This is an optimization exercise on Yosys and OpenROAD, whose aim is small area, a short achievable clock period and few clock cycles per item, not a production implementation.
Only simulation tests tie the RTL to the original design; equivalence was not proved.
No activity file was given, so power comes from the tool's default toggle rates.

## v37
## mdu36
module mdu36 (
    input  wire        clk,
    input  wire        rst,
    input  wire        start,
    input  wire [3:0]  op,
    input  wire        ctm,
    input  wire [35:0] a,
    input  wire [35:0] b,
    input  wire [71:0] c,
    output wire        ready,
    output reg         done,
    output wire [35:0] result,
    output wire [35:0] result_hi,
    output reg         dz,
    output reg         ovf,
    output reg         trap
);
clock: 13.0 ns
lec_check: 0
cap_margin: 20
core_margin: 2
core_utilization: 40
gpl_routability_driven: 0
setup_slack_margin: 5
slew_margin: 20
run.sh (not shown) runs the stock make flow with config.mk's settings and CLKGATE_MAP_FILE= SYNTH_SCRIPT=/design/flow/synth_recipe.tcl, a recipe that flattens the netlist after the stock synthesis.
Every stage of the flow completed for v37, and the final layout passed the timing, DRC and antenna checks.
Testbench counts of v37, summed over its fixed seeds: cycles 24,010, ops 16,000.
For v2, these inputs were changed with respect to v37:
Settings: GPL_ROUTABILITY_DRIVEN removed (was 0).
--- outcome ---
- v2 did not stop at any stage, and its layout met the timing, DRC and antenna checks.
- Taking v37 as the reference, in v2 sequential share of layout area roughly the same; finished layout cell area moved up; via count went up; worst slack at placement grew by 350 ps; relative contribution of the clock network to total power moved up.
#### Input delta (v33 over v2)
==> flow/flow/run.sh (new file) <==
#!/bin/bash
set -euo pipefail
bash standard.sh BUFFER_PORTS_ARGS="-buffer_cell sky130_fd_sc_hd__buf_2" finish > standard_flow.log 2>&1
==> flow/standard.sh (new file) <==
#!/bin/bash
# synth_recipe.tcl (not shown) runs the flow's synth.tcl, then flattens the netlist and writes it again
# the make line also repeats each setting of config.mk as NAME=value (left out here)
make -C /OpenROAD-flow-scripts/flow DESIGN_CONFIG=/design/flow/config.mk WORK_HOME=/design/flow/orfs CLKGATE_MAP_FILE= SYNTH_SCRIPT=/design/flow/synth_recipe.tcl "${@:-finish}"
removed: flow/run.sh
Results
Measured against each other, v2 and v33 differ in largest net degree at the start of global routing, the higher figure coming from v33.
From v2 to v33 the numbers moved as follows: hold slack dropped 12 ps; routed length on met1 dropped 2500 um.
v33 — total power 4.3% lower, v2 as reference
Slowest stage cell on the critical path: clkdlybuf4s50_1 -> v2, edfxtp_1 -> v33
Higher summed area of non-filler cells in the final layout among v2 and v33: v2
Comparing v2 and v33, the lower logic depth of the worst setup path including buffers is on v2.
Compared with v2, v33 shows a higher sequential share of layout area.
[compare] base=v2 new=v33: routed wire length has decreased, worst slack at placement +730 ps, critical-path maximum fanout saw an increase, achievable clock frequency -1.6 MHz.
The inputs of v5 differ from those of v33 as listed below.
Settings: PLACE_DENSITY now 0.75, previously not set.
==> flow/run.sh (new file) <==
#!/bin/bash
# synth_recipe.tcl (not shown) runs the flow's synth.tcl, then flattens the netlist and writes it again
# the make line also repeats each setting of config.mk as NAME=value (left out here)
make -C /OpenROAD-flow-scripts/flow DESIGN_CONFIG=/design/flow/config.mk WORK_HOME=/design/flow/orfs CLKGATE_MAP_FILE= SYNTH_SCRIPT=/design/flow/synth_recipe.tcl finish
removed: flow/flow/run.sh
removed: flow/standard.sh
## What came out
- Summary of v5 over v33: number of standard cells after synthesis neither gained nor lost much, total chip power picked up an extra about 3%.
- Sequential cell count: v33 vs v5 identical
Input-level comparison between v24 and v5:
Settings: PLACE_DENSITY no longer set, was 0.75.
==> flow/flow/run.sh (new file) <==
#!/bin/bash
set -euo pipefail
bash standard.sh BUFFER_PORTS_ARGS="-buffer_cell sky130_fd_sc_hd__buf_4" SETUP_SLACK_MARGIN=5.5 finish > standard_flow.log 2>&1
==> flow/standard.sh (new file) <==
#!/bin/bash
# synth_recipe.tcl (not shown) runs the flow's synth.tcl, then flattens the netlist and writes it again
# the make line also repeats each setting of config.mk as NAME=value (left out here)
make -C /OpenROAD-flow-scripts/flow DESIGN_CONFIG=/design/flow/config.mk WORK_HOME=/design/flow/orfs CLKGATE_MAP_FILE= SYNTH_SCRIPT=/design/flow/synth_recipe.tcl "${@:-finish}"
removed: flow/run.sh
When v24 is measured against v5, its clock insertion delay at the later pin of the skew report turns out 30 ps higher. Row count of cells resized by post-cts repair: v24 higher / v5 lower. Comparing v5 and v24, the lower post-route core utilization was measured on v5. Diff v5 -> v24: arrival time at the worst endpoint went up by 2500 ps, setup slack saw an increase.
The inputs of v20 differ from those of v24 as listed below.
Settings: SLEW_MARGIN: 20 -> 0; CAP_MARGIN: 20 -> 0.
==> flow/run.sh (new file) <==
#!/bin/bash
# synth_recipe.tcl (not shown) runs the flow's synth.tcl, then flattens the netlist and writes it again
# the make line also repeats each setting of config.mk as NAME=value (left out here)
make -C /OpenROAD-flow-scripts/flow DESIGN_CONFIG=/design/flow/config.mk WORK_HOME=/design/flow/orfs CLKGATE_MAP_FILE= SYNTH_SCRIPT=/design/flow/synth_recipe.tcl finish
removed: flow/flow/run.sh
removed: flow/standard.sh
==> comparison <==
Status | v20 and v24 | clean. Hold slack, v20 and v24, higher one = v24. In v20 the utilization turned out 0.76 points lower than in v24. v20 vs v24, non-clock buffer count went down by 44. v20: critical path depth is 15 lower than what v24 reported. v20 vs v24: total power down in v20. Relative to v24, the placed cell area of v20 is higher by about 0.8%. From v24 to v20 the numbers moved as follows: overall routed net length now larger; first-pass GRT wire length now larger; number of hold-repair buffers added at the cts stage comparable.

## job 2061
Starting RTL as in the previous note.
Design mdu36, start of the top module:
module mdu36 (
    input  wire        clk,
    input  wire        rst,
    input  wire        start,
    input  wire [3:0]  op,
    input  wire        ctm,
    input  wire [35:0] a,
    input  wire [35:0] b,
    input  wire [71:0] c,
    output wire        ready,
    output reg         done,
    output wire [35:0] result,
    output wire [35:0] result_hi,
    output reg         dz,
    output reg         ovf,
    output reg         trap
);
export LEC_CHECK = 0
export CAP_MARGIN = 20
export CORE_MARGIN = 2
export CORE_UTILIZATION = 35
export SETUP_SLACK_MARGIN = 5
export SLEW_MARGIN = 20
create_clock -name core_clock -period 13.0 [get_ports {clk}]
Stock flow here: none of the scripts above is used.
Every stage of the flow completed for job 2061, and the final layout passed the timing, DRC and antenna checks.
Testbench counts of job 2061, summed over its fixed seeds: cycles 24,010, ops 16,000.
#### Input delta (job 5221 over job 2061)
Settings: TNS_END_PERCENT now 20, previously not set; CORE_UTILIZATION now 40, was 35.
Results
From job 2061 to job 5221 the numbers moved as follows: post-detailed-routing wire length went up, length of the first detailed-routing pass in iterations went up, time the worst path needs with I/O delays and setup went up, fraction of the cycle the final worst path needs went up, total of hold buffers inserted after clock tree synthesis did not really move.
Sequential share of layout area delta (job 2061 -> job 5221): insignificant
Between job 2061 and job 5221, the fraction of area in non-clock buffers does not differ in any meaningful way.
The multi-input combinational cell count on job 2061 is in line with that on job 5221.
Edits applied to the flow inputs when going from job 5221 to job 4188:
Settings: TNS_END_PERCENT changed from 20 to 0.
### Flow results
On wire length of the first global-routing pass, job 4188 and job 5221 are basically level. Across both runs, signed area change from the synthesized netlist to the final layout was lower for job 4188 than for job 5221. Compared with job 5221, job 4188 shows worst setup margin lower by 0.036 ns. The count of nets left with antenna violations after detail routing was comparable across job 4188 and job 5221.

==> afterwards: timing with drivers on the ports <==
In the flow no input, the clock included, has a driving cell. The finished layouts below were timed again as built, in two steps. Step 1 sets driving cells, clkbuf_16 on the clock port and buf_2 on the other inputs (assumed; they add their load-dependent delay and slew). Step 2 moves the port delays by t, midway between the first and last clock arrival at a register: inputs arrive t later, outputs are due t later. That takes back most of the time a late clock gives input paths. a / b / c = no drivers / after step 1 / after step 2; a / b = the first two.
run | t, ns | setup WS [ns] | hold slack, ns | cell pins on the clock port's net
v37 | 0.728 | 5.031 / 4.949 / 4.427 | 0.552 / 0.552 / 0.552 | 1
v2 | 0.746 | 5.110 / 5.026 / 4.444 | 0.550 / 0.550 / 0.550 | 1
v33 | 0.780 | 5.011 / 4.939 / 4.556 | 0.538 / 0.538 / 0.538 | 1
v5 | 0.747 | 4.877 / 4.799 / 4.454 | 0.546 / 0.546 / 0.546 | 1
v24 | 0.760 | 5.371 / 5.371 / 4.887 | 0.550 / 0.550 / 0.550 | 1
v20 | 0.751 | 5.001 / 4.921 / 4.420 | 0.542 / 0.542 / 0.542 | 1
job 2061 | 0.750 | 4.941 / 4.855 / 4.411 | 0.551 / 0.551 / 0.551 | 1
job 5221 | 0.746 | 4.671 / 4.589 / 4.240 | 0.556 / 0.556 / 0.556 | 1
job 4188 | 0.744 | 4.635 / 4.552 / 4.216 | 0.544 / 0.544 / 0.544 | 1
After both steps setup and hold are still met in every run listed. For v2, which loses most, drivers alone change the setup slack by -0.084 ns; drivers and shift together by -0.666 ns.
